Context: an optimization exercise on an open-source flow, tuned for small area, a short achievable clock period and few clock cycles per item. The choices shown serve that exercise and are no tape-out recipe. Function was checked by simulation only, so behaviour that the tests miss may differ from the original. Power is estimated from default activity; no workload was simulated.

[flow/design.v]
module ufe_corr (
    input  wire               clk,
    input  wire               rst,           
    input  wire               in_valid,
    output wire               in_ready,
    input  wire signed [11:0] in_dn,
    input  wire signed [11:0] in_up,
    input  wire        [4:0]  cfg_lag_max,   
    input  wire        [14:0] cfg_peak_min,  
    output reg                done,
    output reg         [1:0]  pair_code,     
    output reg  signed [31:0] dt,
    output reg         [14:0] peak
);
    localparam CODE_OK      = 2'd0;
    localparam CODE_LOWCORR = 2'd2;
    localparam CODE_EDGE    = 2'd3;
    localparam ST_IDLE = 2'd0;               
    localparam ST_RUN  = 2'd1;               
    localparam ST_SCAN = 2'd2;               
    reg        [1:0]  st;
    reg               in_rdy;
    reg               x_v;                   
    reg        [5:0]  x_k;                   
    reg signed [11:0] x_dn, x_up;
    reg        [3:0]  c;                     
    reg        [3:0]  sl;                    
    reg        [4:0]  hx;                    
    reg        [4:0]  L;                     
    reg        [14:0] pmin;
    reg        [6:0]  kin;                   
    reg               lastw;                 
    reg               wv;                    
    reg        [5:0]  tc;                    
    reg        [4:0]  ss;                    
    reg               fh;                    
    assign in_ready = in_rdy;
    wire xfer = in_valid & in_rdy & ~rst;
    wire [4:0] L_new = (cfg_lag_max == 5'd0) ? 5'd1 :
                       (cfg_lag_max > 5'd16) ? 5'd16 : cfg_lag_max;
    wire [4:0] c_new5 = (L_new < 5'd4) ? 5'd3 : ((L_new + 5'd3) >> 1);
    wire [3:0] c_new = c_new5[3:0];
    wire [3:0] ce  = c - 4'd1;
    wire       bnd = (sl == ce);             
    wire       scan = (st == ST_SCAN);
    always @(posedge clk) begin
        x_v  <= xfer;
        x_dn <= in_dn;
        x_up <= in_up;
        if (rst) begin
            st     <= ST_IDLE;
            in_rdy <= 1'b1;
            lastw  <= 1'b0;
            wv     <= 1'b0;
        end else begin
            if (sl == 4'd0) begin
                sl <= ce;
                hx <= {c, 1'b0} - 5'd1;
            end else begin
                sl <= sl - 4'd1;
                hx <= hx - 5'd1;
            end
            case (st)
            ST_IDLE: begin
                in_rdy <= 1'b1;
                if (xfer) begin
                    st     <= ST_RUN;
                    c      <= c_new;
                    sl     <= c_new - 4'd1;
                    hx     <= {c_new, 1'b0} - 5'd1;
                    L      <= L_new;
                    pmin   <= cfg_peak_min;
                    kin    <= 7'd1;
                    x_k    <= 6'd0;
                    in_rdy <= 1'b0;
                end
            end
            ST_RUN: begin
                if (xfer) begin
                    kin <= kin + 7'd1;
                    x_k <= kin[5:0];
                end
                in_rdy <= (sl == 4'd1) && (kin != 7'd64);
                if (bnd) begin
                    wv    <= x_v;
                    tc    <= x_k;
                    lastw <= x_v && (x_k == 6'd63);
                    if (lastw) begin
                        st <= ST_SCAN;
                        ss <= {c, 1'b0} - 5'd2;
                        fh <= 1'b1;
                    end
                end
            end
            default: begin                   
                wv <= 1'b0;
                ss <= ss - 5'd1;
                fh <= (ss > {1'b0, c});
                if (ss == 5'd0)
                    st <= ST_IDLE;
            end
            endcase
        end
    end
    reg signed [11:0] hd [0:16];
    reg signed [11:0] hu [0:16];
    integer h;
    always @(posedge clk) begin
        if (x_v) begin                       
            hd[0] <= x_dn;
            hu[0] <= x_up;
            for (h = 1; h <= 16; h = h + 1) begin
                hd[h] <= hd[h-1];
                hu[h] <= hu[h-1];
            end
        end
    end
    wire g_lo = wv & ({2'b00, sl} <= tc);
    wire g_hi = wv & ({1'b0, hx} <= tc);
    wire [4:0] hxi = (hx > 5'd16) ? 5'd16 : hx;
    reg signed [11:0] o_u, o_d;              
    reg signed [11:0] o_alo, o_ahi, o_blo, o_bhi;
    reg               o_rs;
    always @(posedge clk) begin
        o_u   <= hu[0];
        o_d   <= hd[0];
        o_alo <= g_lo ? hd[sl] : 12'sd0;
        o_blo <= g_lo ? hu[sl] : 12'sd0;
        o_ahi <= bnd ? (wv ? hu[0] : 12'sd0) : (g_hi ? hd[hxi] : 12'sd0);
        o_bhi <= bnd ? (wv ? hd[0] : 12'sd0) : (g_hi ? hu[hxi] : 12'sd0);
        o_rs  <= wv & (tc == 6'd0);
    end
    localparam [29:0] PK = 30'd1065357312;
    wire [24:0] s_alo, c_alo, s_ahi, c_ahi, s_blo, c_blo, s_bhi, c_bhi;
    ufe_mul u_alo (.y(o_u), .x(o_alo), .os(s_alo), .oc(c_alo));
    ufe_mul u_ahi (.y(o_u), .x(o_ahi), .os(s_ahi), .oc(c_ahi));
    ufe_mul u_blo (.y(o_d), .x(o_blo), .os(s_blo), .oc(c_blo));
    ufe_mul u_bhi (.y(o_d), .x(o_bhi), .os(s_bhi), .oc(c_bhi));
    reg [24:0] ms_alo, mc_alo, ms_ahi, mc_ahi, ms_blo, mc_blo, ms_bhi, mc_bhi;
    always @(posedge clk) begin
        ms_alo <= s_alo; mc_alo <= c_alo;
        ms_ahi <= s_ahi; mc_ahi <= c_ahi;
        ms_blo <= s_blo; mc_blo <= c_blo;
        ms_bhi <= s_bhi; mc_bhi <= c_bhi;
    end
    reg [29:0] ral [0:8];
    reg [28:0] rah [0:8];
    reg [28:0] rbl [0:8];
    reg [28:0] rbh [0:8];
    wire [29:0] tal = ral[ce];
    wire [28:0] tah = rah[ce];
    wire [28:0] tbl = rbl[ce];
    wire [28:0] tbh = rbh[ce];
    integer r;
    always @(posedge clk) begin
        ral[0] <= tal;
        rah[0] <= tah;
        rbl[0] <= tbl;
        rbh[0] <= tbh;
        ral[1] <= o_rs ? 30'd0 : ral[0];
        rah[1] <= o_rs ? 29'd0 : rah[0];
        rbl[1] <= o_rs ? 29'd0 : rbl[0];
        rbh[1] <= o_rs ? 29'd0 : rbh[0];
        ral[2] <= ral[1] + {5'd0, ms_alo} + {5'd0, mc_alo} + PK;
        rah[2] <= rah[1] + {4'd0, ms_ahi} + {4'd0, mc_ahi} + PK[28:0];
        rbl[2] <= rbl[1] + {4'd0, ms_blo} + {4'd0, mc_blo} + PK[28:0];
        rbh[2] <= rbh[1] + {4'd0, ms_bhi} + {4'd0, mc_bhi} + PK[28:0];
        for (r = 3; r <= 8; r = r + 1) begin
            ral[r] <= ral[r-1];
            rah[r] <= rah[r-1];
            rbl[r] <= rbl[r-1];
            rbh[r] <= rbh[r-1];
        end
    end
    reg signed [29:0] va, vb;                
    reg        [4:0]  vs;                    
    reg               v_ok, v_first, v_last, v_zero, v_won;
    reg signed [29:0] best_c, cm, cp, pa, pb;
    reg signed [5:0]  best_d;
    reg        [28:0] e_dn;
    reg               scan_fin;
    wire from_hi = fh;
    always @(posedge clk) begin
        va      <= from_hi ? {tbh[28], tbh} : {tbl[28], tbl};
        vb      <= from_hi ? {tah[28], tah} : tal;
        vs      <= ss;
        v_ok    <= scan & (ss <= L) & ~rst;
        v_first <= (ss == L);
        v_zero  <= (ss == 5'd0);
        v_last  <= scan & (ss == 5'd0) & ~rst;
        scan_fin <= v_last & ~rst;
    end
    wire       b_gt_a  = (vb > va);
    wire       a_ge    = (va >= best_c);
    wire       b_ge    = (vb >= best_c);
    wire       pick_b  = v_zero | b_gt_a;
    wire       win     = v_first | (pick_b ? b_ge : a_ge);
    wire [4:0] best_abs = best_d[5] ? -best_d[4:0] : best_d[4:0];
    always @(posedge clk) begin
        v_won <= v_ok & win;
        if (v_ok) begin
            if (win) begin
                best_c <= pick_b ? vb : va;
                best_d <= pick_b ? {1'b0, vs} : -{1'b0, vs};
                if (v_zero) begin
                    cm <= pa;
                    cp <= pb;
                end else if (pick_b)
                    cp <= pb;
                else
                    cm <= pa;
            end else if (v_won) begin
                if (!best_d[5])
                    cm <= vb;
                else
                    cp <= v_zero ? vb : va;
            end
        end
        pa <= va;
        pb <= vb;
    end
    reg        g_on;
    reg  [4:0] g_n;
    reg [57:0] g_p;
    wire [29:0] g_sum = {1'b0, g_p[57:29]} + (g_p[0] ? {1'b0, e_dn} : 30'd0);
    wire g_start = scan & (ss == {1'b0, ce});
    always @(posedge clk) begin
        if (rst)
            g_on <= 1'b0;
        else if (g_start)
            g_on <= 1'b1;
        else if (g_n == 5'd28)
            g_on <= 1'b0;
    end
    always @(posedge clk) begin
        if (g_start) begin
            g_n  <= 5'd0;
            e_dn <= tbh;
            g_p  <= {29'd0, tah};
        end else if (g_on) begin
            g_p <= {g_sum, g_p[28:1]};
            g_n <= g_n + 5'd1;
        end
    end
    reg        p_on;
    reg  [1:0] p_ph;
    reg  [5:0] p_n;
    reg [57:0] x;
    reg [31:0] t_den;
    reg        t_neg, t_dz, t_ge, t_gt;
    reg  [1:0] q_b;
    reg [15:0] root;
    reg [17:0] srem;
    reg        q_pz, q_edge;
    reg [14:0] q_pmin;
    wire signed [30:0] t_num  = {cp[29], cp} - {cm[29], cm};
    wire signed [31:0] t_den0 = {{2{best_c[29]}}, best_c} + {{2{best_c[29]}}, best_c}
                               - {{2{cm[29]}}, cm} - {{2{cp[29]}}, cp};
    wire        [33:0] t_dif  = {x[32:0], 1'b0} - {2'b00, t_den};
    wire               t_bit  = ~t_dif[33] & ~t_dz;
    wire        [15:0] t_q    = x[48:33];
    wire               t_agr  = (best_d == 6'sd0) | (t_neg == best_d[5]);
    wire        [16:0] t_f    = t_agr ? ({1'b0, t_q} + {16'd0, t_ge})
                                      : -({1'b0, t_q} + {16'd0, t_gt});
    wire        [31:0] t_mag  = {11'd0, best_abs, 16'd0} + {{15{x[16]}}, x[16:0]};
    wire               t_sgn  = (best_d == 6'sd0) ? t_neg : best_d[5];
    wire [29:0] c_sum  = {1'b0, x[57:29]} + (x[0] ? {1'b0, best_c[28:0]} : 30'd0);
    wire [58:0] q_diff = {1'b0, x} - {2'b00, g_p[56:0]};
    wire        q_bit  = ~q_diff[58];
    wire [57:0] q_rn   = q_bit ? q_diff[57:0] : x;
    wire [19:0] s_rem2 = {srem, q_b};
    wire [19:0] s_dif  = s_rem2 - {2'b00, root, 2'b01};
    wire        s_bit  = ~s_dif[19];
    wire [14:0] pk_val = q_pz ? 15'd0 : (root[15] ? 15'h7FFF : root[14:0]);
    reg  [1:0] n_ph;
    reg  [5:0] n_n;
    always @(*) begin
        n_ph = p_ph;
        n_n  = p_n + 6'd1;
        if (scan_fin) begin
            n_ph = 2'd0;
            n_n  = 6'd0;
        end else if (p_ph == 2'd0 && p_n == 6'd20) begin
            n_ph = 2'd1;
            n_n  = 6'd0;
        end else if (p_ph == 2'd1 && p_n == 6'd28) begin
            n_ph = 2'd2;
            n_n  = 6'd0;
        end else if (p_ph == 2'd2 && p_n == 6'd32) begin
            n_ph = 2'd3;
        end else if (p_ph == 2'd3) begin
            n_n  = p_n;
        end
    end
    reg f_abs, f_dstep, f_t17, f_t18, f_t19, f_t20, f_csq, f_cend, f_div, f_sq, f_fin;
    always @(posedge clk) begin
        p_ph    <= n_ph;
        p_n     <= n_n;
        f_abs   <= (n_ph == 2'd0) && (n_n == 6'd0);
        f_dstep <= (n_ph == 2'd0) && (n_n != 6'd0) && (n_n <= 6'd16);
        f_t17   <= (n_ph == 2'd0) && (n_n == 6'd17);
        f_t18   <= (n_ph == 2'd0) && (n_n == 6'd18);
        f_t19   <= (n_ph == 2'd0) && (n_n == 6'd19);
        f_t20   <= (n_ph == 2'd0) && (n_n == 6'd20);
        f_csq   <= (n_ph == 2'd1);
        f_cend  <= (n_ph == 2'd1) && (n_n == 6'd28);
        f_div   <= (n_ph == 2'd2) && (n_n <= 6'd30);
        f_sq    <= (n_ph == 2'd2) && n_n[0] && (n_n <= 6'd31);
        f_fin   <= (n_ph == 2'd2) && (n_n == 6'd32);
    end
    wire p_fin = p_on & f_fin;
    always @(posedge clk) begin
        done <= p_fin & ~rst;
        if (rst)
            p_on <= 1'b0;
        else if (scan_fin)
            p_on <= 1'b1;
        else if (p_fin)
            p_on <= 1'b0;
    end
    always @(posedge clk) begin
        if (scan_fin) begin
            x      <= {{27{t_num[30]}}, t_num};
            t_den  <= {t_den0[30:0], 1'b0};
            q_pz   <= (best_c <= 0);
            q_edge <= (best_abs == L);
            q_pmin <= pmin;
        end
        if (f_abs) begin
            t_neg   <= x[30];
            t_dz    <= (t_den == 32'd0);
            x[48:0] <= x[30] ? {16'd0, -x[32:0]} : {16'd0, x[32:0]};
        end
        if (f_dstep) begin
            x[32:0]  <= t_bit ? t_dif[32:0] : {x[31:0], 1'b0};
            x[48:33] <= {x[47:33], t_bit};
        end
        if (f_t17) begin
            t_ge <= t_bit;
            t_gt <= t_bit & ({x[32:0], 1'b0} != {2'b00, t_den});
        end
        if (f_t18)
            x[16:0] <= t_f;
        if (f_t19)
            dt <= t_mag;
        if (f_t20) begin
            if (t_sgn)
                dt <= -dt;
            x <= {29'd0, best_c[28:0]};
        end
        if (f_csq)
            x <= {c_sum, x[28:1]};
        if (f_cend) begin
            q_b  <= 2'd0;
            root <= 16'd0;
            srem <= 18'd0;
        end
        if (f_div) begin
            x   <= {q_rn[56:0], 1'b0};
            q_b <= {q_b[0], q_bit};
        end
        if (f_sq) begin
            srem <= s_bit ? s_dif[17:0] : s_rem2[17:0];
            root <= {root[14:0], s_bit};
        end
        if (f_fin) begin
            peak      <= pk_val;
            pair_code <= q_edge ? CODE_EDGE :
                         (pk_val < q_pmin) ? CODE_LOWCORR : CODE_OK;
            if (q_edge || pk_val < q_pmin)
                dt <= 32'sd0;
        end
    end
endmodule
module ufe_mul (
  input  wire [11:0] y,
  input  wire [11:0] x,
  output wire [24:0] os, oc
);
  wire t1 = x[0] & y[0];
  wire t2 = x[0] & y[1];
  wire t3 = x[0] & y[2];
  wire t4 = x[0] & y[3];
  wire t5 = x[0] & y[4];
  wire t6 = x[0] & y[5];
  wire t7 = x[0] & y[6];
  wire t8 = x[0] & y[7];
  wire t9 = x[0] & y[8];
  wire t10 = x[0] & y[9];
  wire t11 = x[0] & y[10];
  wire t12 = ~(x[0] & y[11]);
  wire t13 = x[1] & y[0];
  wire t14 = x[1] & y[1];
  wire t15 = x[1] & y[2];
  wire t16 = x[1] & y[3];
  wire t17 = x[1] & y[4];
  wire t18 = x[1] & y[5];
  wire t19 = x[1] & y[6];
  wire t20 = x[1] & y[7];
  wire t21 = x[1] & y[8];
  wire t22 = x[1] & y[9];
  wire t23 = x[1] & y[10];
  wire t24 = ~(x[1] & y[11]);
  wire t25 = x[2] & y[0];
  wire t26 = x[2] & y[1];
  wire t27 = x[2] & y[2];
  wire t28 = x[2] & y[3];
  wire t29 = x[2] & y[4];
  wire t30 = x[2] & y[5];
  wire t31 = x[2] & y[6];
  wire t32 = x[2] & y[7];
  wire t33 = x[2] & y[8];
  wire t34 = x[2] & y[9];
  wire t35 = x[2] & y[10];
  wire t36 = ~(x[2] & y[11]);
  wire t37 = x[3] & y[0];
  wire t38 = x[3] & y[1];
  wire t39 = x[3] & y[2];
  wire t40 = x[3] & y[3];
  wire t41 = x[3] & y[4];
  wire t42 = x[3] & y[5];
  wire t43 = x[3] & y[6];
  wire t44 = x[3] & y[7];
  wire t45 = x[3] & y[8];
  wire t46 = x[3] & y[9];
  wire t47 = x[3] & y[10];
  wire t48 = ~(x[3] & y[11]);
  wire t49 = x[4] & y[0];
  wire t50 = x[4] & y[1];
  wire t51 = x[4] & y[2];
  wire t52 = x[4] & y[3];
  wire t53 = x[4] & y[4];
  wire t54 = x[4] & y[5];
  wire t55 = x[4] & y[6];
  wire t56 = x[4] & y[7];
  wire t57 = x[4] & y[8];
  wire t58 = x[4] & y[9];
  wire t59 = x[4] & y[10];
  wire t60 = ~(x[4] & y[11]);
  wire t61 = x[5] & y[0];
  wire t62 = x[5] & y[1];
  wire t63 = x[5] & y[2];
  wire t64 = x[5] & y[3];
  wire t65 = x[5] & y[4];
  wire t66 = x[5] & y[5];
  wire t67 = x[5] & y[6];
  wire t68 = x[5] & y[7];
  wire t69 = x[5] & y[8];
  wire t70 = x[5] & y[9];
  wire t71 = x[5] & y[10];
  wire t72 = ~(x[5] & y[11]);
  wire t73 = x[6] & y[0];
  wire t74 = x[6] & y[1];
  wire t75 = x[6] & y[2];
  wire t76 = x[6] & y[3];
  wire t77 = x[6] & y[4];
  wire t78 = x[6] & y[5];
  wire t79 = x[6] & y[6];
  wire t80 = x[6] & y[7];
  wire t81 = x[6] & y[8];
  wire t82 = x[6] & y[9];
  wire t83 = x[6] & y[10];
  wire t84 = ~(x[6] & y[11]);
  wire t85 = x[7] & y[0];
  wire t86 = x[7] & y[1];
  wire t87 = x[7] & y[2];
  wire t88 = x[7] & y[3];
  wire t89 = x[7] & y[4];
  wire t90 = x[7] & y[5];
  wire t91 = x[7] & y[6];
  wire t92 = x[7] & y[7];
  wire t93 = x[7] & y[8];
  wire t94 = x[7] & y[9];
  wire t95 = x[7] & y[10];
  wire t96 = ~(x[7] & y[11]);
  wire t97 = x[8] & y[0];
  wire t98 = x[8] & y[1];
  wire t99 = x[8] & y[2];
  wire t100 = x[8] & y[3];
  wire t101 = x[8] & y[4];
  wire t102 = x[8] & y[5];
  wire t103 = x[8] & y[6];
  wire t104 = x[8] & y[7];
  wire t105 = x[8] & y[8];
  wire t106 = x[8] & y[9];
  wire t107 = x[8] & y[10];
  wire t108 = ~(x[8] & y[11]);
  wire t109 = x[9] & y[0];
  wire t110 = x[9] & y[1];
  wire t111 = x[9] & y[2];
  wire t112 = x[9] & y[3];
  wire t113 = x[9] & y[4];
  wire t114 = x[9] & y[5];
  wire t115 = x[9] & y[6];
  wire t116 = x[9] & y[7];
  wire t117 = x[9] & y[8];
  wire t118 = x[9] & y[9];
  wire t119 = x[9] & y[10];
  wire t120 = ~(x[9] & y[11]);
  wire t121 = x[10] & y[0];
  wire t122 = x[10] & y[1];
  wire t123 = x[10] & y[2];
  wire t124 = x[10] & y[3];
  wire t125 = x[10] & y[4];
  wire t126 = x[10] & y[5];
  wire t127 = x[10] & y[6];
  wire t128 = x[10] & y[7];
  wire t129 = x[10] & y[8];
  wire t130 = x[10] & y[9];
  wire t131 = x[10] & y[10];
  wire t132 = ~(x[10] & y[11]);
  wire t133 = ~(x[11] & y[0]);
  wire t134 = ~(x[11] & y[1]);
  wire t135 = ~(x[11] & y[2]);
  wire t136 = ~(x[11] & y[3]);
  wire t137 = ~(x[11] & y[4]);
  wire t138 = ~(x[11] & y[5]);
  wire t139 = ~(x[11] & y[6]);
  wire t140 = ~(x[11] & y[7]);
  wire t141 = ~(x[11] & y[8]);
  wire t142 = ~(x[11] & y[9]);
  wire t143 = ~(x[11] & y[10]);
  wire t144 = x[11] & y[11];
  wire t145 = t10 ^ t21;
  wire t146 = t10 & t21;
  wire t147 = t11 ^ t22 ^ t33;
  wire t148 = (t11 & t22) | (t11 & t33) | (t22 & t33);
  wire t149 = t44 ^ t55;
  wire t150 = t44 & t55;
  wire t151 = t12 ^ t23 ^ t34;
  wire t152 = (t12 & t23) | (t12 & t34) | (t23 & t34);
  wire t153 = t45 ^ t56 ^ t67;
  wire t154 = (t45 & t56) | (t45 & t67) | (t56 & t67);
  wire t155 = t78 ^ t89;
  wire t156 = t78 & t89;
  wire t157 = t24 ^ t35 ^ t46;
  wire t158 = (t24 & t35) | (t24 & t46) | (t35 & t46);
  wire t159 = t57 ^ t68 ^ t79;
  wire t160 = (t57 & t68) | (t57 & t79) | (t68 & t79);
  wire t161 = t90 ^ t101;
  wire t162 = t90 & t101;
  wire t163 = t36 ^ t47 ^ t58;
  wire t164 = (t36 & t47) | (t36 & t58) | (t47 & t58);
  wire t165 = t69 ^ t80 ^ t91;
  wire t166 = (t69 & t80) | (t69 & t91) | (t80 & t91);
  wire t167 = t48 ^ t59 ^ t70;
  wire t168 = (t48 & t59) | (t48 & t70) | (t59 & t70);
  wire t169 = t7 ^ t18;
  wire t170 = t7 & t18;
  wire t171 = t8 ^ t19 ^ t30;
  wire t172 = (t8 & t19) | (t8 & t30) | (t19 & t30);
  wire t173 = t41 ^ t52;
  wire t174 = t41 & t52;
  wire t175 = t9 ^ t20 ^ t31;
  wire t176 = (t9 & t20) | (t9 & t31) | (t20 & t31);
  wire t177 = t42 ^ t53 ^ t64;
  wire t178 = (t42 & t53) | (t42 & t64) | (t53 & t64);
  wire t179 = t75 ^ t86;
  wire t180 = t75 & t86;
  wire t181 = t32 ^ t43 ^ t54;
  wire t182 = (t32 & t43) | (t32 & t54) | (t43 & t54);
  wire t183 = t65 ^ t76 ^ t87;
  wire t184 = (t65 & t76) | (t65 & t87) | (t76 & t87);
  wire t185 = t98 ^ t109 ^ t145;
  wire t186 = (t98 & t109) | (t98 & t145) | (t109 & t145);
  wire t187 = t66 ^ t77 ^ t88;
  wire t188 = (t66 & t77) | (t66 & t88) | (t77 & t88);
  wire t189 = t99 ^ t110 ^ t121;
  wire t190 = (t99 & t110) | (t99 & t121) | (t110 & t121);
  wire t191 = t147 ^ t149 ^ t146;
  wire t192 = (t147 & t149) | (t147 & t146) | (t149 & t146);
  wire t193 = t100 ^ t111 ^ t122;
  wire t194 = (t100 & t111) | (t100 & t122) | (t111 & t122);
  wire t195 = t133 ^ t151 ^ t153;
  wire t196 = (t133 & t151) | (t133 & t153) | (t151 & t153);
  wire t197 = t155 ^ t148 ^ t150;
  wire t198 = (t155 & t148) | (t155 & t150) | (t148 & t150);
  wire t199 = t112 ^ t123 ^ t134;
  wire t200 = (t112 & t123) | (t112 & t134) | (t123 & t134);
  wire t201 = t157 ^ t159 ^ t161;
  wire t202 = (t157 & t159) | (t157 & t161) | (t159 & t161);
  wire t203 = t152 ^ t154 ^ t156;
  wire t204 = (t152 & t154) | (t152 & t156) | (t154 & t156);
  wire t205 = t102 ^ t113 ^ t124;
  wire t206 = (t102 & t113) | (t102 & t124) | (t113 & t124);
  wire t207 = t135 ^ t163 ^ t165;
  wire t208 = (t135 & t163) | (t135 & t165) | (t163 & t165);
  wire t209 = t158 ^ t160 ^ t162;
  wire t210 = (t158 & t160) | (t158 & t162) | (t160 & t162);
  wire t211 = t81 ^ t92 ^ t103;
  wire t212 = (t81 & t92) | (t81 & t103) | (t92 & t103);
  wire t213 = t114 ^ t125 ^ t136;
  wire t214 = (t114 & t125) | (t114 & t136) | (t125 & t136);
  wire t215 = t167 ^ t164 ^ t166;
  wire t216 = (t167 & t164) | (t167 & t166) | (t164 & t166);
  wire t217 = t60 ^ t71 ^ t82;
  wire t218 = (t60 & t71) | (t60 & t82) | (t71 & t82);
  wire t219 = t93 ^ t104 ^ t115;
  wire t220 = (t93 & t104) | (t93 & t115) | (t104 & t115);
  wire t221 = t126 ^ t137 ^ t168;
  wire t222 = (t126 & t137) | (t126 & t168) | (t137 & t168);
  wire t223 = t72 ^ t83 ^ t94;
  wire t224 = (t72 & t83) | (t72 & t94) | (t83 & t94);
  wire t225 = t105 ^ t116 ^ t127;
  wire t226 = (t105 & t116) | (t105 & t127) | (t116 & t127);
  wire t227 = t84 ^ t95 ^ t106;
  wire t228 = (t84 & t95) | (t84 & t106) | (t95 & t106);
  wire t229 = t5 ^ t16;
  wire t230 = t5 & t16;
  wire t231 = t6 ^ t17 ^ t28;
  wire t232 = (t6 & t17) | (t6 & t28) | (t17 & t28);
  wire t233 = t39 ^ t50;
  wire t234 = t39 & t50;
  wire t235 = t29 ^ t40 ^ t51;
  wire t236 = (t29 & t40) | (t29 & t51) | (t40 & t51);
  wire t237 = t62 ^ t73 ^ t169;
  wire t238 = (t62 & t73) | (t62 & t169) | (t73 & t169);
  wire t239 = t63 ^ t74 ^ t85;
  wire t240 = (t63 & t74) | (t63 & t85) | (t74 & t85);
  wire t241 = t171 ^ t173 ^ t170;
  wire t242 = (t171 & t173) | (t171 & t170) | (t173 & t170);
  wire t243 = t97 ^ t175 ^ t177;
  wire t244 = (t97 & t175) | (t97 & t177) | (t175 & t177);
  wire t245 = t179 ^ t172 ^ t174;
  wire t246 = (t179 & t172) | (t179 & t174) | (t172 & t174);
  wire t247 = t181 ^ t183 ^ t185;
  wire t248 = (t181 & t183) | (t181 & t185) | (t183 & t185);
  wire t249 = t176 ^ t178 ^ t180;
  wire t250 = (t176 & t178) | (t176 & t180) | (t178 & t180);
  wire t251 = t187 ^ t189 ^ t191;
  wire t252 = (t187 & t189) | (t187 & t191) | (t189 & t191);
  wire t253 = t182 ^ t184 ^ t186;
  wire t254 = (t182 & t184) | (t182 & t186) | (t184 & t186);
  wire t255 = t193 ^ t195 ^ t197;
  wire t256 = (t193 & t195) | (t193 & t197) | (t195 & t197);
  wire t257 = t188 ^ t190 ^ t192;
  wire t258 = (t188 & t190) | (t188 & t192) | (t190 & t192);
  wire t259 = t199 ^ t201 ^ t203;
  wire t260 = (t199 & t201) | (t199 & t203) | (t201 & t203);
  wire t261 = t194 ^ t196 ^ t198;
  wire t262 = (t194 & t196) | (t194 & t198) | (t196 & t198);
  wire t263 = t205 ^ t207 ^ t209;
  wire t264 = (t205 & t207) | (t205 & t209) | (t207 & t209);
  wire t265 = t200 ^ t202 ^ t204;
  wire t266 = (t200 & t202) | (t200 & t204) | (t202 & t204);
  wire t267 = t211 ^ t213 ^ t215;
  wire t268 = (t211 & t213) | (t211 & t215) | (t213 & t215);
  wire t269 = t206 ^ t208 ^ t210;
  wire t270 = (t206 & t208) | (t206 & t210) | (t208 & t210);
  wire t271 = t217 ^ t219 ^ t221;
  wire t272 = (t217 & t219) | (t217 & t221) | (t219 & t221);
  wire t273 = t212 ^ t214 ^ t216;
  wire t274 = (t212 & t214) | (t212 & t216) | (t214 & t216);
  wire t275 = t138 ^ t223 ^ t225;
  wire t276 = (t138 & t223) | (t138 & t225) | (t223 & t225);
  wire t277 = t218 ^ t220 ^ t222;
  wire t278 = (t218 & t220) | (t218 & t222) | (t220 & t222);
  wire t279 = t117 ^ t128 ^ t139;
  wire t280 = (t117 & t128) | (t117 & t139) | (t128 & t139);
  wire t281 = t227 ^ t224 ^ t226;
  wire t282 = (t227 & t224) | (t227 & t226) | (t224 & t226);
  wire t283 = t96 ^ t107 ^ t118;
  wire t284 = (t96 & t107) | (t96 & t118) | (t107 & t118);
  wire t285 = t129 ^ t140 ^ t228;
  wire t286 = (t129 & t140) | (t129 & t228) | (t140 & t228);
  wire t287 = t108 ^ t119 ^ t130;
  wire t288 = (t108 & t119) | (t108 & t130) | (t119 & t130);
  wire t289 = t4 ^ t15;
  wire t290 = t4 & t15;
  wire t291 = t27 ^ t38 ^ t49;
  wire t292 = (t27 & t38) | (t27 & t49) | (t38 & t49);
  wire t293 = t61 ^ t231 ^ t233;
  wire t294 = (t61 & t231) | (t61 & t233) | (t231 & t233);
  wire t295 = t235 ^ t237 ^ t232;
  wire t296 = (t235 & t237) | (t235 & t232) | (t237 & t232);
  wire t297 = t239 ^ t241 ^ t236;
  wire t298 = (t239 & t241) | (t239 & t236) | (t241 & t236);
  wire t299 = t243 ^ t245 ^ t240;
  wire t300 = (t243 & t245) | (t243 & t240) | (t245 & t240);
  wire t301 = t247 ^ t249 ^ t244;
  wire t302 = (t247 & t249) | (t247 & t244) | (t249 & t244);
  wire t303 = t251 ^ t253 ^ t248;
  wire t304 = (t251 & t253) | (t251 & t248) | (t253 & t248);
  wire t305 = t255 ^ t257 ^ t252;
  wire t306 = (t255 & t257) | (t255 & t252) | (t257 & t252);
  wire t307 = t259 ^ t261 ^ t256;
  wire t308 = (t259 & t261) | (t259 & t256) | (t261 & t256);
  wire t309 = t263 ^ t265 ^ t260;
  wire t310 = (t263 & t265) | (t263 & t260) | (t265 & t260);
  wire t311 = t267 ^ t269 ^ t264;
  wire t312 = (t267 & t269) | (t267 & t264) | (t269 & t264);
  wire t313 = t271 ^ t273 ^ t268;
  wire t314 = (t271 & t273) | (t271 & t268) | (t273 & t268);
  wire t315 = t275 ^ t277 ^ t272;
  wire t316 = (t275 & t277) | (t275 & t272) | (t277 & t272);
  wire t317 = t279 ^ t281 ^ t276;
  wire t318 = (t279 & t281) | (t279 & t276) | (t281 & t276);
  wire t319 = t283 ^ t285 ^ t280;
  wire t320 = (t283 & t285) | (t283 & t280) | (t285 & t280);
  wire t321 = t141 ^ t287 ^ t284;
  wire t322 = (t141 & t287) | (t141 & t284) | (t287 & t284);
  wire t323 = t120 ^ t131 ^ t142;
  wire t324 = (t120 & t131) | (t120 & t142) | (t131 & t142);
  wire t325 = t3 ^ t14;
  wire t326 = t3 & t14;
  wire t327 = t26 ^ t37 ^ t289;
  wire t328 = (t26 & t37) | (t26 & t289) | (t37 & t289);
  wire t329 = t229 ^ t291 ^ t290;
  wire t330 = (t229 & t291) | (t229 & t290) | (t291 & t290);
  wire t331 = t230 ^ t293 ^ t292;
  wire t332 = (t230 & t293) | (t230 & t292) | (t293 & t292);
  wire t333 = t234 ^ t295 ^ t294;
  wire t334 = (t234 & t295) | (t234 & t294) | (t295 & t294);
  wire t335 = t238 ^ t297 ^ t296;
  wire t336 = (t238 & t297) | (t238 & t296) | (t297 & t296);
  wire t337 = t242 ^ t299 ^ t298;
  wire t338 = (t242 & t299) | (t242 & t298) | (t299 & t298);
  wire t339 = t246 ^ t301 ^ t300;
  wire t340 = (t246 & t301) | (t246 & t300) | (t301 & t300);
  wire t341 = t250 ^ t303 ^ t302;
  wire t342 = (t250 & t303) | (t250 & t302) | (t303 & t302);
  wire t343 = t254 ^ t305 ^ t304;
  wire t344 = (t254 & t305) | (t254 & t304) | (t305 & t304);
  wire t345 = t258 ^ t307 ^ t306;
  wire t346 = (t258 & t307) | (t258 & t306) | (t307 & t306);
  wire t347 = t262 ^ t309 ^ t308;
  wire t348 = (t262 & t309) | (t262 & t308) | (t309 & t308);
  wire t349 = t266 ^ t311 ^ t310;
  wire t350 = (t266 & t311) | (t266 & t310) | (t311 & t310);
  wire t351 = t270 ^ t313 ^ t312;
  wire t352 = (t270 & t313) | (t270 & t312) | (t313 & t312);
  wire t353 = t274 ^ t315 ^ t314;
  wire t354 = (t274 & t315) | (t274 & t314) | (t315 & t314);
  wire t355 = t278 ^ t317 ^ t316;
  wire t356 = (t278 & t317) | (t278 & t316) | (t317 & t316);
  wire t357 = t282 ^ t319 ^ t318;
  wire t358 = (t282 & t319) | (t282 & t318) | (t319 & t318);
  wire t359 = t286 ^ t321 ^ t320;
  wire t360 = (t286 & t321) | (t286 & t320) | (t321 & t320);
  wire t361 = t288 ^ t323 ^ t322;
  wire t362 = (t288 & t323) | (t288 & t322) | (t323 & t322);
  wire t363 = t132 ^ t143 ^ t324;
  wire t364 = (t132 & t143) | (t132 & t324) | (t143 & t324);
  wire [24:0] r0 = {1'b0, 1'b0, t144, t363, t361, t359, t357, t355, t353, t351, t349, t347, t345, t343, t341, t339, t337, t335, t333, t331, t329, t327, t25, t2, t1};
  wire [24:0] r1 = {1'b0, 1'b0, t364, t362, t360, t358, t356, t354, t352, t350, t348, t346, t344, t342, t340, t338, t336, t334, t332, t330, t328, t326, t325, t13, 1'b0};
  assign os = r0;
  assign oc = r1;
endmodule
[flow/constraint.sdc]
create_clock -name core_clock -period 15.0 [get_ports {clk}]
set_input_delay 3.0000 -clock core_clock [delete_from_list [all_inputs] [get_ports {clk}]]
set_output_delay 3.0000 -clock core_clock [all_outputs]
set_load 0.01 [all_outputs]
[flow/run.sh]
#!/bin/bash
# synth_recipe.tcl (not shown) runs the flow's synth.tcl, then flattens the netlist and writes it again
# the make line also repeats each setting of config.mk as NAME=value (left out here)
make -C /OpenROAD-flow-scripts/flow DESIGN_CONFIG=/design/flow/config.mk WORK_HOME=/design/flow/orfs CLKGATE_MAP_FILE= SYNTH_SCRIPT=/design/flow/synth_recipe.tcl finish
[flow/config.mk]
export PLATFORM = sky130hd
export DESIGN_NAME = ufe_corr
export DESIGN_NICKNAME = ufe_corr
export VERILOG_FILES = /design/flow/design.v
export SDC_FILE = /design/flow/constraint.sdc
export NUM_CORES = 4
export LEC_CHECK = 0
export CAP_MARGIN = 20
export CORE_MARGIN = 8
export CORE_UTILIZATION = 55
export PLACE_DENSITY = 0.65
export SETUP_SLACK_MARGIN = 0.4
export SLEW_MARGIN = 20
==> results of run 1 <==
cells in the final DEF, fill, tap and decap left out, types with 346 or more instances in the layout:
master	count
nand2_1	721
nor2_1	525
fa_1	523
dfxtp_1	1544
edfxtp_1	782
inv_1	818
a221oi_1	346
and2_1	450
a21oi_1	417
ha_1	701
stage by stage:
step / hold slack (ns) / cell area [µm²] / utilization, % / setup slack, ns
6_report: 0.3391 / 126700 / 61.19 / 9.116
5_1_grt: 0.3399 / 126700 / 61.18 / 8.880
4_1_cts: 0.3359 / 126600 / 61.15 / 9.226
3_5_place_dp: 0.3363 / 118200 / 57.10 / 8.512
3_3_place_gp: 0.3320 / 118200 / 57.10 / 8.555
2_1_floorplan: 0.3308 / 114500 / - / 4.597
registers in the layout, indices dropped and copies added, names as in the netlist, 31 cells and up:
signal and cells:
rbh 261, rbl 261, rah 261, hu 204, x 58, hd 204, ral 270, t_den 31
g_p 58, dt 32
metal layers:
metal  vias up  share of wire [%]  wire length, µm
met5         -             0.0032               11
met3       974                8.6            29790
met1     41370                 41           141900
li1      37300                  -                -
met4         2                5.1            17740
met2      3922                 45           156100
worst reg2reg max path, stage by stage (launching register included):
cell and delay, ns:
dfxtp_1 0.55, inv_1 0.07, buf_4 0.26, ha_1 0.31, fa_1 0.45, nand2b_1 0.20, a21oi_1 0.26, o211ai_1 0.20
a21oi_1 0.50, o21ai_1 0.15, a31oi_1 0.19, or3b_1 0.88, inv_2 0.63, mux2_1 0.50, a221oi_1 0.29, a211o_1 0.13
o21ai_1 0.06
area by class of cell:
cell class	count	area (µm²)
inverters	821	3084
diodes	14	35.03
repair buffers	218	1937
well taps	2788	3488
multi-input cells	6825	55150
clock inverters	126	1582
clock buffers	324	6820
flip-flops and latches	2336	54610
fillers	16810	80360
cells by family (layout without fill, tap and decap cells):
family	count (synthesis)	count (layout)	share of synthesized area [%]
flip-flops	2336	2336	47.68
AO/OA/AOI/OAI	2460	2460	15.16
other	0	14	0
buffers and inverters	1334	1489	4.376
AND/OR/NAND/NOR	2556	2556	11.11
adder cells (fa/ha/maj)	1224	1224	16.81
multiplexers	202	202	1.937
XOR/XNOR	383	383	2.930
Yosys cell counts (all sizes together), types with 44 or more instances:
master / count / area (µm²)
a211oi: 45 / 337.8
a21o: 186 / 1396
a21oi: 418 / 2092
a221oi: 346 / 3030
a22o: 292 / 2557
a22oi: 224 / 1682
a31oi: 174 / 1089
and2: 464 / 2903
and3: 44 / 275.3
clkbuf: 473 / 1777
dfxtp: 1554 / 31110
edfxtp: 782 / 23480
fa: 523 / 10470
ha: 701 / 8771
inv: 821 / 3082
mux2: 156 / 1757
mux2i: 46 / 460.4
nand2: 723 / 2714
nand2b: 72 / 450.4
nand3: 144 / 720.7
nand4: 122 / 763.2
nor2: 541 / 2033
nor2b: 177 / 1107
nor3: 101 / 505.5
o21a: 62 / 465.5
o21ai: 354 / 1772
o22ai: 46 / 287.8
or3: 51 / 324.1
xnor2: 252 / 2207
xor2: 131 / 1147
how the worst min path moves through the flow:
stage	start	end	slack (ns)	depth (start not counted)
6_report	rbl[5][0]	rbl[6][0]	0.34	0
5_1_grt	rbl[5][0]	rbl[6][0]	0.34	0
4_1_cts	rbl[5][0]	rbl[6][0]	0.34	0
3_5_place_dp	rbh[5][20]	rbh[6][20]	0.34	0
3_3_place_gp	rbh[4][8]	rbh[5][8]	0.33	0
2_1_floorplan	rah[2][19]	rah[3][19]	0.33	0
power groups by stage:
stage,Combinational (µW),Sequential [µW],Clock [µW]
after global placement,3380,9000,0
after detailed placement,3450,9050,0
after global routing,3860,9100,6600
after CTS,3490,8940,6340
after floorplan,2520,8720,0
final,3520,8960,6260
==> impl_metrics.tcl, run 1 <==
set metrics [dict create \
    dp_cells 12990 \
    crit_chain "inv_1, buf_4, ha_1, fa_1, nand2b_1, a21oi_1, o211ai_1, a21oi_1, o21ai_1, a31oi_1, or3b_1, inv_2, mux2_1, a221oi_1, a211o_1, o21ai_1" \
    initial_core_util_pct 55.29 \
    cts.sinks 2336 \
    grt_use_met2_pct 48.31 \
    clockPowerShare_pct 33.4 \
    rsz0062_at_grt "false" \
    grt.met3_usage_pct 5.985 \
    ys_warn_count 7 \
    pwr-share-comb_pct 18.8 \
    cts_buffers 236 \
    fin_crit_sh_pct 39.23 \
    ir_drop_mv 0.1398 \
    grt_max_degree 198 \
    drv_slew 0 \
    synth_flop_cell "dfxtp_1" \
    status "complete, no violations" \
    yosysSeqAreaShare_pct 47.68 \
    drtAntennaViolNets 0 \
    switchingPower_uw 5516 \
    dr.pass1.iters 7 \
    synthDistinctLibCells 94 \
    synth.avg_cell_area_um2 10.91 \
    worstSetupEndpoint "x[15]" \
    synth_area_mm2 0.1145 \
    cts_root_buffer "clkbuf_16" \
    design_power_total_uw 18740 \
    ys_async_sr_fraction_pct 0 \
    syn_inst 10500 \
    wl_per_cell_um 25.69 \
    num_vias 83560 \
    synth_fp_nets 11770 \
    p_per_area_mw_per_mm2 147.9 \
    crit_required_ns 15.60 \
    coreArea_mm2 0.2071 \
    globalplace.congestion 0.9755 \
    grt_pass1_wl_um 520300 \
    worst-r2r-cell-count 16 \
    setup_viol 0 \
    tns_ns 0 \
    via_per_inst 6.212 \
    p_int_uw 13230 \
    worst_pin_slew_ns 1.216 \
    die_h_um 472.2 \
    cap_violations 0 \
    met1_usage_pct 39.68 \
    p_seq_share_pct 47.8 \
    first_iter_violations 8463 \
    ctsHoldBuffers 0 \
    skew_ns 0.06482 \
    synth_seq_cells 2336 \
    final_layout_size_suffix_gt1_share_pct 6.714 \
    fin_crit_ns 5.884 \
    ctsLongestPathBuffers 3 \
    p_sw_share_pct 29.43 \
    gr-total-overflow 0 \
    reg2reg_slack_ns 9.12 \
    grt.busiest_layer "met2" \
    timing.rr.start "x[0]" \
    ctsHtreeMaxLevel 4 \
    slowest_stage "or3b_1" \
    die_area_mm2 0.2230 \
    insertion_delay_ns 0.90 \
    hold_viol 0 \
    grt_use_total_pct 30.11 \
    crit_buf_inv 3 \
    antenna_found_initial 13 \
    end_kind "register" \
    arrival_ns 6.48 \
    fmax_mhz 169.9 \
    rr_endpoint "x[15]" \
    post_cts_resized 0 \
    min_path_type "register to register" \
    rows 167 \
    cp-startpoint "x[0]" \
    drc 0 \
    final_nets 11710 \
    cp_top_family "compound AO/OA/AOI/OAI gates" \
    cp.depth 16 \
    place_hpwl_um 238400 \
    power_leakage_uw 0.05182 \
    stdcell_count 13450 \
    syn_to_final_growth_pct 10.67 \
    wirelength_um 345500 \
    pin_count 98 \
    cts_setup_buffers 0 \
    synth_edf_count 782 \
    clk_pin_slew_worst_paths_ns 0.06 \
    critPathKind "register to register" \
    start_kind "register" \
    relSlewSlack_pct 18.75 \
    io_buffer_count 97 \
    cpPeakStageDelay_ns 0.88 \
    cts_tree "done" \
    worstPathMaxFanout 31 \
    grt_pass1_vias 84400 \
    fp.dieW_um 472.2 \
]
Testbench counts, summed over its fixed seeds: cycles 48,390, items 128.
==> inputs of run 2 (changes only) <==
--- a/flow/config.mk
+++ b/flow/config.mk
@@ -7,7 +7,7 @@
 export LEC_CHECK = 0
 export CAP_MARGIN = 20
 export CORE_MARGIN = 8
-export CORE_UTILIZATION = 55
-export PLACE_DENSITY = 0.65
+export CORE_UTILIZATION = 40
+export PLACE_DENSITY = 0.6
 export SETUP_SLACK_MARGIN = 0.4
 export SLEW_MARGIN = 20
==> run 2 against run 1 <==
Critical path type is now register to output pin. Hold slack worse by 0.10 ns. Worst setup slack gained 0.46 ns. Critical path depth down 15. Cell area up 1.1%. Via count rose by 0.21%. First-iteration DRC count is 2.1% lower. Cell count grew 7.4%. Non-clock buffer count up 19. Register-to-register slack gained 0.69 ns. Routed wire length rose by 4.4%. Power is 0.45% higher. Utilization decreased by 16 points.
==> impl_metrics.tcl, run 2 <==
set metrics [dict create \
    crit_chain "clkdlybuf4s50_1" \
    drv_slew 0 \
    synth_top_area_share_pct 27.17 \
    p_sw_share_pct 29.31 \
    pwr-share-comb_pct 18.5 \
    setup_viol 0 \
    synthDistinctLibCells 94 \
    synth.avg_cell_area_um2 10.91 \
    cp_top_family "flip-flops" \
    relSlewSlack_pct 16.78 \
    synth_flop_cell "dfxtp_1" \
    place_ws_ns 9.383 \
    rsz0062_at_grt "false" \
    first_iter_violations 8284 \
    syn_inst 10500 \
    design_power_total_uw 18830 \
    ctsHoldBuffers 0 \
    end_kind "output pin" \
    ys_async_sr_fraction_pct 0 \
    final_layout_size_suffix_gt1_share_pct 6.812 \
    cts.sinks 2336 \
    status "complete, no violations" \
    grt_max_degree 85 \
    synth_top_cell_by_area "dfxtp_1" \
    pin_count 98 \
    synth_seq_cells 2336 \
    synth.area.top_cells "dfxtp_1 27%, edfxtp_1 21%, fa_1 9.1%" \
    p_int_uw 13310 \
    dr.pass1.iters 8 \
    fin_crit_sh_pct 36.19 \
    initial_core_util_pct 40.18 \
    ctsHtreeMaxLevel 4 \
    cts_buffers 245 \
    layout_common_cells "1,542 x dfxtp_1, 818 x inv_1, 782 x edfxtp_1" \
    skew_ns 0.1402 \
    cap_violations 0 \
    coreArea_mm2 0.2850 \
    num_vias 83740 \
    clk_pin_slew_worst_paths_ns 0.07 \
    worstPathMaxFanout 1 \
    layout_commonest_cell "dfxtp_1" \
    power_leakage_uw 0.05191 \
    final_nets 11740 \
    synth_edf_count 782 \
    antenna_found_initial 22 \
    clockPowerShare_pct 33.7 \
    switchingPower_uw 5518 \
    place_hpwl_um 250600 \
    synth_area_mm2 0.1145 \
    cpPeakStageDelay_ns 0.80 \
    wl_per_cell_um 24.97 \
    hold_viol 0 \
    ctsLongestPathBuffers 4 \
    regMostFlops "ral" \
    io_buffer_count 97 \
    design_area_mm2 0.1281 \
    drc 0 \
    placed_cell_area_mm2 0.1196 \
    worst_pin_slew_ns 1.239 \
    ir_drop_mv 0.1781 \
    globalplace.congestion 0.9398 \
    fp.dieW_um 551.0 \
    post-route-util_pct 44.94 \
    postLayoutSetupSlackWorst_ns 9.572 \
    grt_use_total_pct 23.05 \
    largest_register_ffs 270 \
    arrival_ns 2.43 \
    synth_most_common_cell "dfxtp_1" \
    fmax_mhz 184.2 \
    cts_setup_buffers 0 \
    drtAntennaViolNets 0 \
    p_seq_share_pct 47.8 \
    synth_common_cells "1,554 x dfxtp_1, 820 x inv_1, 782 x edfxtp_1" \
    ys_warn_count 7 \
    grt_pass1_vias 84540 \
    start_kind "register" \
    via_per_inst 5.799 \
    post_cts_resized 0 \
    fin_crit_ns 5.428 \
    cts_tree "done" \
    die_h_um 551.0 \
    critPathKind "register to output pin" \
    slowest_stage "dfxtp_1" \
    synth_fp_nets 11770 \
    gr-total-overflow 0 \
    tns_ns 0 \
    wirelength_um 360600 \
    die_area_mm2 0.3036 \
    min_path_type "register to register" \
    p_per_area_mw_per_mm2 147.0 \
    syn_to_final_growth_pct 11.85 \
    yosysSeqAreaShare_pct 47.68 \
    cts_root_buffer "clkbuf_16" \
    rows 196 \
    crit_required_ns 12.00 \
    crit_buf_inv 1 \
    insertion_delay_ns 0.97 \
    grt_pass1_wl_um 538700 \
]
run 2: cell counts after synthesis:
No cell type changed its count.
run 2: power groups by stage:
stage / logic (µW) / clock network (µW) / registers (µW)
after floorplan: 2520 / 0 / 8720
after global placement: 3350 / 0 / 9030
after detailed placement: 3420 / 0 / 9090
after CTS: 3470 / 6430 / 8990
after global routing: 3840 / 6680 / 9130
final: 3490 / 6340 / 9000
run 2: cell families after synthesis:
logic type | share of synthesized area, %
AOI/OAI and AO/OA | 15.16
xor gates and xnor gates | 2.930
adders and majority gates | 16.81
buffers and inverters | 4.376
DFF | 47.68
muxes | 1.937
and+or+nand+nor | 11.11
run 2: per-layer routing:
metal / vias up / wire, µm / global-route usage [%]
met5: - / 37 / 0
met4: 6 / 18720 / 10.15
met3: 885 / 29340 / 4.250
met2: 3898 / 159800 / 36.64
met1: 41640 / 152800 / 30.77
li1: 37320 / - / -
run 2: through the flow:
stage | cells | hold slack (ns)
floorplan | 10500 | 0.3308
global placement | 13980 | 0.3336
detailed placement | 13980 | 0.3362
CTS | 14430 | 0.2471
global route | 14440 | 0.2566
finish | 14440 | 0.2392
run 2: final timing paths:
kind | endpoint | slack (ns) | cells after the start | startpoint
worst max-delay path | done | 9.57 | 1 | done
worst min-delay path | rbh[8][20] | 0.24 | 0 | rbh[7][20]
worst max register to register | x[3] | 9.81 | 16 | x[0]
worst min register to register | rbh[8][20] | 0.24 | 0 | rbh[7][20]
run 2: final cells by class:
class                   instances  area (µm²)
multi-input cells            6825       55150
flip-flops and latches       2336       54610
diodes                          7       17.52
clock buffers                 340        7153
clock inverters               113        1291
well taps                    3762        4707
inverters                     821        3084
fillers                     26260      156900
repair buffers                237        2042
==> inputs of run 3 (changes only) <==
--- a/flow/design.v
+++ b/flow/design.v
@@ -18,6 +18,7 @@
     localparam ST_IDLE = 2'd0;               
     localparam ST_RUN  = 2'd1;               
     localparam ST_SCAN = 2'd2;               
+    localparam ST_START = 2'd3;              
     reg        [1:0]  st;
     reg               in_rdy;
     reg               x_v;                   
@@ -36,17 +37,26 @@
     reg               fh;                    
     assign in_ready = in_rdy;
     wire xfer = in_valid & in_rdy & ~rst;
-    wire [4:0] L_new = (cfg_lag_max == 5'd0) ? 5'd1 :
-                       (cfg_lag_max > 5'd16) ? 5'd16 : cfg_lag_max;
+    reg        [4:0]  x_lag;                 
+    reg        [14:0] x_pmin;
+    reg               x_v0;                  
+    wire       ins = (x_v & (st == ST_RUN)) | x_v0;   
+    wire [4:0] L_new = (x_lag == 5'd0) ? 5'd1 :
+                       (x_lag > 5'd16) ? 5'd16 : x_lag;
     wire [4:0] c_new5 = (L_new < 5'd4) ? 5'd3 : ((L_new + 5'd3) >> 1);
     wire [3:0] c_new = c_new5[3:0];
     wire [3:0] ce  = c - 4'd1;
     wire       bnd = (sl == ce);             
     wire       scan = (st == ST_SCAN);
     always @(posedge clk) begin
-        x_v  <= xfer;
-        x_dn <= in_dn;
-        x_up <= in_up;
+        x_v    <= xfer;
+        x_lag  <= cfg_lag_max;
+        x_pmin <= cfg_peak_min;
+        x_v0   <= (st == ST_START);
+        if (xfer) begin
+            x_dn <= in_dn;
+            x_up <= in_up;
+        end
         if (rst) begin
             st     <= ST_IDLE;
             in_rdy <= 1'b1;
@@ -64,17 +74,21 @@
             ST_IDLE: begin
                 in_rdy <= 1'b1;
                 if (xfer) begin
-                    st     <= ST_RUN;
-                    c      <= c_new;
-                    sl     <= c_new - 4'd1;
-                    hx     <= {c_new, 1'b0} - 5'd1;
-                    L      <= L_new;
-                    pmin   <= cfg_peak_min;
-                    kin    <= 7'd1;
-                    x_k    <= 6'd0;
+                    st     <= ST_START;
                     in_rdy <= 1'b0;
                 end
             end
+            ST_START: begin
+                st     <= ST_RUN;
+                c      <= c_new;
+                sl     <= c_new - 4'd1;
+                hx     <= {c_new, 1'b0} - 5'd1;
+                L      <= L_new;
+                pmin   <= x_pmin;
+                kin    <= 7'd1;
+                x_k    <= 6'd0;
+                in_rdy <= 1'b0;
+            end
             ST_RUN: begin
                 if (xfer) begin
                     kin <= kin + 7'd1;
@@ -82,9 +96,9 @@
                 end
                 in_rdy <= (sl == 4'd1) && (kin != 7'd64);
                 if (bnd) begin
-                    wv    <= x_v;
+                    wv    <= ins;
                     tc    <= x_k;
-                    lastw <= x_v && (x_k == 6'd63);
+                    lastw <= ins && (x_k == 6'd63);
                     if (lastw) begin
                         st <= ST_SCAN;
                         ss <= {c, 1'b0} - 5'd2;
@@ -92,7 +106,7 @@
                     end
                 end
             end
-            default: begin                   
+            ST_SCAN: begin
                 wv <= 1'b0;
                 ss <= ss - 5'd1;
                 fh <= (ss > {1'b0, c});
@@ -106,7 +120,7 @@
     reg signed [11:0] hu [0:16];
     integer h;
     always @(posedge clk) begin
-        if (x_v) begin                       
+        if (ins) begin
             hd[0] <= x_dn;
             hu[0] <= x_up;
             for (h = 1; h <= 16; h = h + 1) begin
--- a/flow/config.mk
+++ b/flow/config.mk
@@ -5,6 +5,7 @@
 export SDC_FILE = /design/flow/constraint.sdc
 export NUM_CORES = 4
 export LEC_CHECK = 0
+export ABC_AREA = 1
 export CAP_MARGIN = 20
 export CORE_MARGIN = 8
 export CORE_UTILIZATION = 40
==> run 3 against run 2 <==
Cell area rose by 5.5%. Worst setup slack improved by 0.23 ns. Clock power fell by 1%. Combinational power rose to 3.0 times the previous value. Critical path type unchanged.
==> impl_metrics.tcl, run 3 <==
set metrics [dict create \
    status "complete, no violations" \
    io_buffer_count 97 \
    cts_setup_buffers 0 \
    synth_most_common_cell "nand2_1" \
    synth_edf_count 806 \
    yosysSeqAreaShare_pct 45.51 \
    synth_flop_cell "dfxtp_1" \
    via_per_inst 5.259 \
    fp.dieW_um 566.9 \
    syn_inst 13810 \
    synth_top_cell_by_area "dfxtp_1" \
    final_nets 15150 \
    end_kind "output pin" \
    cap_violations 0 \
    wl_per_cell_um 21.92 \
    die_area_mm2 0.3214 \
    grt_max_degree 119 \
    placed_cell_area_mm2 0.1267 \
    gr-total-overflow 0 \
    synth_top_area_share_pct 25.58 \
    crit_buf_inv 1 \
    synth_common_cells "3,040 x nand2_1, 2,273 x inv_1, 1,551 x dfxtp_1" \
    pwr-share-comb_pct 38.3 \
    ctsHtreeMaxLevel 4 \
    hold_viol 0 \
    clockPowerShare_pct 23.0 \
    clk_pin_slew_worst_paths_ns 0.06 \
    drc 0 \
    tns_ns 0 \
    p_int_uw 15870 \
    post_cts_resized 0 \
    crit_chain "clkdlybuf4s50_1" \
    cp.depth 1 \
    globalplace.congestion 1.012 \
    initial_core_util_pct 40.16 \
    cts_tree "done" \
    place_ws_ns 10.05 \
    insertion_delay_ns 0.97 \
    final_layout_size_suffix_gt1_share_pct 4.561 \
    num_vias 95000 \
    postLayoutSetupSlackWorst_ns 9.804 \
    coreArea_mm2 0.3023 \
    pin_count 98 \
    rsz0062_at_grt "false" \
    grt_pass1_vias 92340 \
    p_seq_share_pct 38.6 \
    synth_seq_cells 2357 \
    rows 202 \
    wirelength_um 395900 \
    worstPathMaxFanout 1 \
    synth_fp_nets 15090 \
    critPathKind "register to output pin" \
    grt_pass1_wl_um 586300 \
    layout_common_cells "3,037 x nand2_1, 2,270 x inv_1, 1,547 x dfxtp_1" \
    whs_ns 0.3184 \
    crit_required_ns 12.00 \
    synthDistinctLibCells 73 \
    worst_pin_slew_ns 1.155 \
    skew_ns 0.1223 \
    relSlewSlack_pct 22.77 \
    grt_use_total_pct 23.70 \
    drtAntennaViolNets 0 \
    ys_async_sr_fraction_pct 0 \
    ir_drop_mv 0.1955 \
    fmax_mhz 192.5 \
    die_h_um 566.9 \
    start_kind "register" \
    design_power_total_uw 27110 \
    switchingPower_uw 11250 \
    ctsLongestPathBuffers 4 \
    p_per_area_mw_per_mm2 200.6 \
    dr.pass1.iters 7 \
    synth.avg_cell_area_um2 8.791 \
    antenna_found_initial 12 \
    ys_warn_count 7 \
    design_area_mm2 0.1351 \
    cts.sinks 2357 \
    cts_buffers 245 \
    ctsHoldBuffers 0 \
    min_path_type "register to register" \
    worst-r2r-cell-count 16 \
    fin_crit_ns 5.196 \
    setup_viol 0 \
    place_hpwl_um 290200 \
    cpPeakStageDelay_ns 0.63 \
    synth_area_mm2 0.1214 \
    layout_commonest_cell "nand2_1" \
    syn_to_final_growth_pct 11.31 \
    p_sw_share_pct 41.48 \
    arrival_ns 2.20 \
    power_leakage_uw 0.06242 \
    first_iter_violations 9420 \
    fin_crit_sh_pct 34.64 \
    cts_root_buffer "clkbuf_16" \
    slowest_stage "dfxtp_1" \
    cp_top_family "flip-flops" \
    regMostFlops "ral" \
    hold_depth 0 \
    largest_register_ffs 270 \
    synth.area.top_cells "dfxtp_1 26%, edfxtp_1 20%, nand2_1 9.4%" \
    drv_slew 0 \
]
-- run 3: cell count changes after synthesis, moves of 242 or more --
cell,before,now
nand3_1,144,476
nand2_1,723,3040
inv_1,820,2273
o21ai_0,267,791
a22o_1,292,50
a21oi_1,418,682
nor2_1,540,991
and2_1,462,9
-- run 3: power groups by stage --
stage | logic [µW] | clock network (µW) | registers [µW]
3_5_place_dp | 10100 | 0 | 10500
4_1_cts | 10200 | 6350 | 10400
5_1_grt | 11500 | 6600 | 10700
2_1_floorplan | 7040 | 0 | 9980
3_3_place_gp | 10100 | 0 | 10500
6_report | 10400 | 6250 | 10500
-- run 3: cells by family (layout without fill, tap and decap cells) --
logic type	count (synthesis)	count (layout)	share of synthesized area (%)
other	0	10	0
buffers and inverters	2728	2996	8.619
AOI/OAI and AO/OA	2260	2260	11.16
xor gates and xnor gates	287	287	2.071
and+or+nand+nor	4948	4948	16.74
adders and majority gates	1229	1229	15.90
DFF	2357	2357	45.51
-- run 3: final cells by class --
type	instances	area [µm²]
Antenna cell	10	25.02
Timing Repair Buffer	242	2079
Fill cell	29490	167200
Clock buffer	340	7136
Sequential cell	2357	55260
Tap cell	3978	4977
Multi-Input combinational cell	8724	55770
Clock inverter	111	1206
Inverter	2303	8665
-- run 3: metal layers --
metal	track usage, %	up-vias	share of wire (%)
met5	0	-	0.0083
met4	11.14	6	5.7
met3	3.721	851	7.5
met2	37.22	3761	43
met1	32.08	45170	43
li1	-	45220	-
-- run 3: worst paths after layout --
path	start	endpoint	slack (ns)
worst max register to register	c[0]	va[17]	10.03
worst min-delay path	ral[7][2]	ral[8][2]	0.32
worst min register to register	ral[7][2]	ral[8][2]	0.32
worst max-delay path	done	done	9.80
-- run 3: per-stage QoR --
step / cells / utilization, %
after floorplan: 13810 / -
after global placement: 17600 / 41.93
after detailed placement: 17600 / 41.93
after CTS: 18060 / 44.69
after global routing: 18060 / 44.70
final: 18070 / 44.70
Testbench counts of run 3, summed over its fixed seeds: cycles 48,518, items 128.
==> inputs of run 4 (changes only) <==
--- a/flow/config.mk
+++ b/flow/config.mk
@@ -5,7 +5,6 @@
 export SDC_FILE = /design/flow/constraint.sdc
 export NUM_CORES = 4
 export LEC_CHECK = 0
-export ABC_AREA = 1
 export CAP_MARGIN = 20
 export CORE_MARGIN = 8
 export CORE_UTILIZATION = 40
==> run 4 against run 3 <==
Largest power group unchanged. Still clean. Clock-buffer cell count down 11. Worst setup slack better by 0.0021 ns. First-iteration DRC count down 16%.
==> impl_metrics.tcl, run 4 <==
set metrics [dict create \
    status "complete, no violations" \
    power_leakage_uw 0.05187 \
    wl_met3_um 27390 \
    drv_slew 0 \
    rsz0062_at_grt "false" \
    ys_warn_count 7 \
    place_hpwl_um 246500 \
    slowest_stage "clkdlybuf4s50_1" \
    ir_drop_mv 0.1198 \
    p_int_uw 14370 \
    p_seq_share_pct 43.4 \
    drc 0 \
    gr-total-overflow 0 \
    cts_buffers 244 \
    syn_inst 10520 \
    globalplace.congestion 0.9659 \
    pwr-share-comb_pct 27.6 \
    fillers 26290 \
    ctsHoldBuffers 0 \
    first_iter_violations 7914 \
    ys_async_sr_fraction_pct 0 \
    synth_top_cell_by_area "dfxtp_1" \
    wl_met2_um 156400 \
    io_buffer_count 97 \
    final_layout_size_suffix_gt1_share_pct 7.174 \
    end_kind "output pin" \
    ctsLongestPathBuffers 4 \
    grt_max_degree 126 \
    min_from "rbh[3][16]" \
    fin_crit_sh_pct 34.62 \
    die_area_mm2 0.3050 \
    timing.rr.start "c[0]" \
    critPathKind "register to output pin" \
    drtAntennaViolNets 0 \
    regMostFlops "ral" \
    synth_area_mm2 0.1150 \
    cp-startpoint "done" \
    min_path_type "register to register" \
    crit_required_ns 12.00 \
    cap_violations 0 \
    rows 197 \
    cpPeakStageDelay_ns 0.67 \
    crit_buf_inv 1 \
    layout_commonest_cell "dfxtp_1" \
    tns_ns 0 \
    setup_viol 0 \
    die_h_um 552.3 \
    insertion_delay_ns 0.92 \
    start_kind "register" \
    placed_cell_area_mm2 0.1200 \
    initial_core_util_pct 40.06 \
    relSlewSlack_pct 21.30 \
    num_vias 82620 \
    worstPathMaxFanout 2 \
    layout_common_cells "1,544 x dfxtp_1, 870 x inv_1, 806 x edfxtp_1" \
    synth_most_common_cell "dfxtp_1" \
    pin_count 98 \
    wirelength_um 354600 \
    p_per_area_mw_per_mm2 169.9 \
    switchingPower_uw 7444 \
    cts_root_buffer "clkbuf_16" \
    worst_pin_slew_ns 1.179 \
    synth_common_cells "1,551 x dfxtp_1, 871 x inv_1, 806 x edfxtp_1" \
    synth.avg_cell_area_um2 10.94 \
    grt_use_total_pct 22.33 \
    arrival_ns 2.19 \
    dr.pass1.iters 9 \
    top_layer "met5" \
    fp.dieW_um 552.3 \
    clk_pin_slew_worst_paths_ns 0.07 \
    fmax_mhz 192.5 \
    cts.sinks 2357 \
    synth_top_area_share_pct 26.99 \
    syn_to_final_growth_pct 11.62 \
    post_cts_resized 0 \
    cts_setup_buffers 0 \
    clockPowerShare_pct 29.0 \
    ctsHtreeMaxLevel 4 \
    antenna_found_initial 12 \
    synth_edf_count 806 \
    via_per_inst 5.712 \
    synth_fp_nets 11790 \
    coreArea_mm2 0.2872 \
    synth_flop_cell "dfxtp_1" \
    synth_seq_cells 2357 \
    yosysSeqAreaShare_pct 48.03 \
    cp_top_family "buffers and inverters" \
    hold_viol 0 \
    final_nets 11750 \
    wl_met1_um 150200 \
    wl_per_cell_um 24.52 \
    crit_chain "clkdlybuf4s50_1" \
    design_area_mm2 0.1284 \
    skew_ns 0.1040 \
    synthDistinctLibCells 99 \
    p_sw_share_pct 34.12 \
    synth.area.top_cells "dfxtp_1 27%, edfxtp_1 21%, fa_1 9.1%" \
    grt_pass1_vias 84250 \
    cts_tree "done" \
    grt_pass1_wl_um 532500 \
    fin_crit_ns 5.194 \
    largest_register_ffs 270 \
]
run 4: cell type report:
type | instances | area, µm² | area share (%)
well taps | 3781 | 4731 | 3.684
clock buffers | 329 | 7124 | 5.548
multi-input cells | 6786 | 54810 | 42.68
inverters | 875 | 3292 | 2.563
repair buffers | 213 | 1887 | 1.469
diodes | 6 | 15.01 | 0.01169
clock inverters | 117 | 1291 | 1.006
flip-flops and latches | 2357 | 55270 | 43.04
run 4: kinds of logic (layout without fill, tap and decap cells):
group / Yosys count / in the layout / synth area share, %
simple gates: 2556 / 2556 / 11.05
compound gates: 2432 / 2432 / 14.91
flops: 2357 / 2357 / 48.03
buf+inv: 1375 / 1534 / 4.542
fa+ha+maj: 1229 / 1229 / 16.78
xor+xnor: 380 / 380 / 2.893
mux: 189 / 189 / 1.797
other cells: 0 / 6 / 0
run 4: path summary, 6_finish.rpt:
path	depth (start not counted)	endpoint	slack, ns
max	1	done	9.81
min	0	rbh[4][16]	0.29
max reg2reg	11	va[1]	9.82
min reg2reg	0	rbh[4][16]	0.29
run 4: power groups by stage:
stage	Sequential (µW)	Clock, µW	Combinational (µW)
6_report	9460	6340	6020
5_1_grt	9600	6700	6560
4_1_cts	9440	6440	5940
3_5_place_dp	9550	0	5890
3_3_place_gp	9490	0	5790
2_1_floorplan	9070	0	4270
run 4: metal layers:
| layer | vias up | track usage (%) |
|---|---|---|
| met3 | 922 | 3.728 |
| met2 | 3624 | 35.38 |
| met1 | 40780 | 29.62 |
| li1 | 37290 | - |
| met4 | 6 | 11.12 |
| met5 | - | 0.04687 |
run 4: stage by stage:
stage	power (µW)	hold slack (ns)	worst slack (ns)	utilization [%]	cells
2_1_floorplan	13350	0.3308	5.642	-	10520
3_3_place_gp	15280	0.3319	9.262	41.76	14010
3_5_place_dp	15440	0.3359	9.277	41.78	14010
4_1_cts	21820	0.2794	9.744	44.71	14460
5_1_grt	22860	0.2989	9.628	44.72	14460
6_report	21820	0.2936	9.806	44.72	14460

==> re-timing with driven ports <==
How much do the figures lean on ideal ports? The routed layouts below were timed once more, with nothing changed but the port constraints. Step 1: set_driving_cell puts a clkbuf_16 on clk and a buf_2 on each other input, an assumption about the parent block. Step 2 also shifts input and output timing later by t, the mid clock arrival at the registers, as if the neighbouring blocks saw the same clock. Three values: ideal, step 1, step 2; two values: the first two.
run | t, ns | setup WS [ns] | worst data-port slew with drivers (ns) | pins driven straight from the clock port
run 1 | 0.958 | 9.116 / 9.116 / 8.840 | 0.05 | 1
run 2 | 0.995 | 9.572 / 9.476 / 9.431 | 0.05 | 1
run 3 | 1.016 | 9.804 / 9.702 / 10.029 | 0.07 | 1
run 4 | 0.956 | 9.806 / 9.718 / 9.312 | 0.04 | 1
After both steps every run listed still meets setup and hold. The setup slack of run 4, which loses most, moves by -0.088 ns with the drivers and by -0.494 ns with both steps.
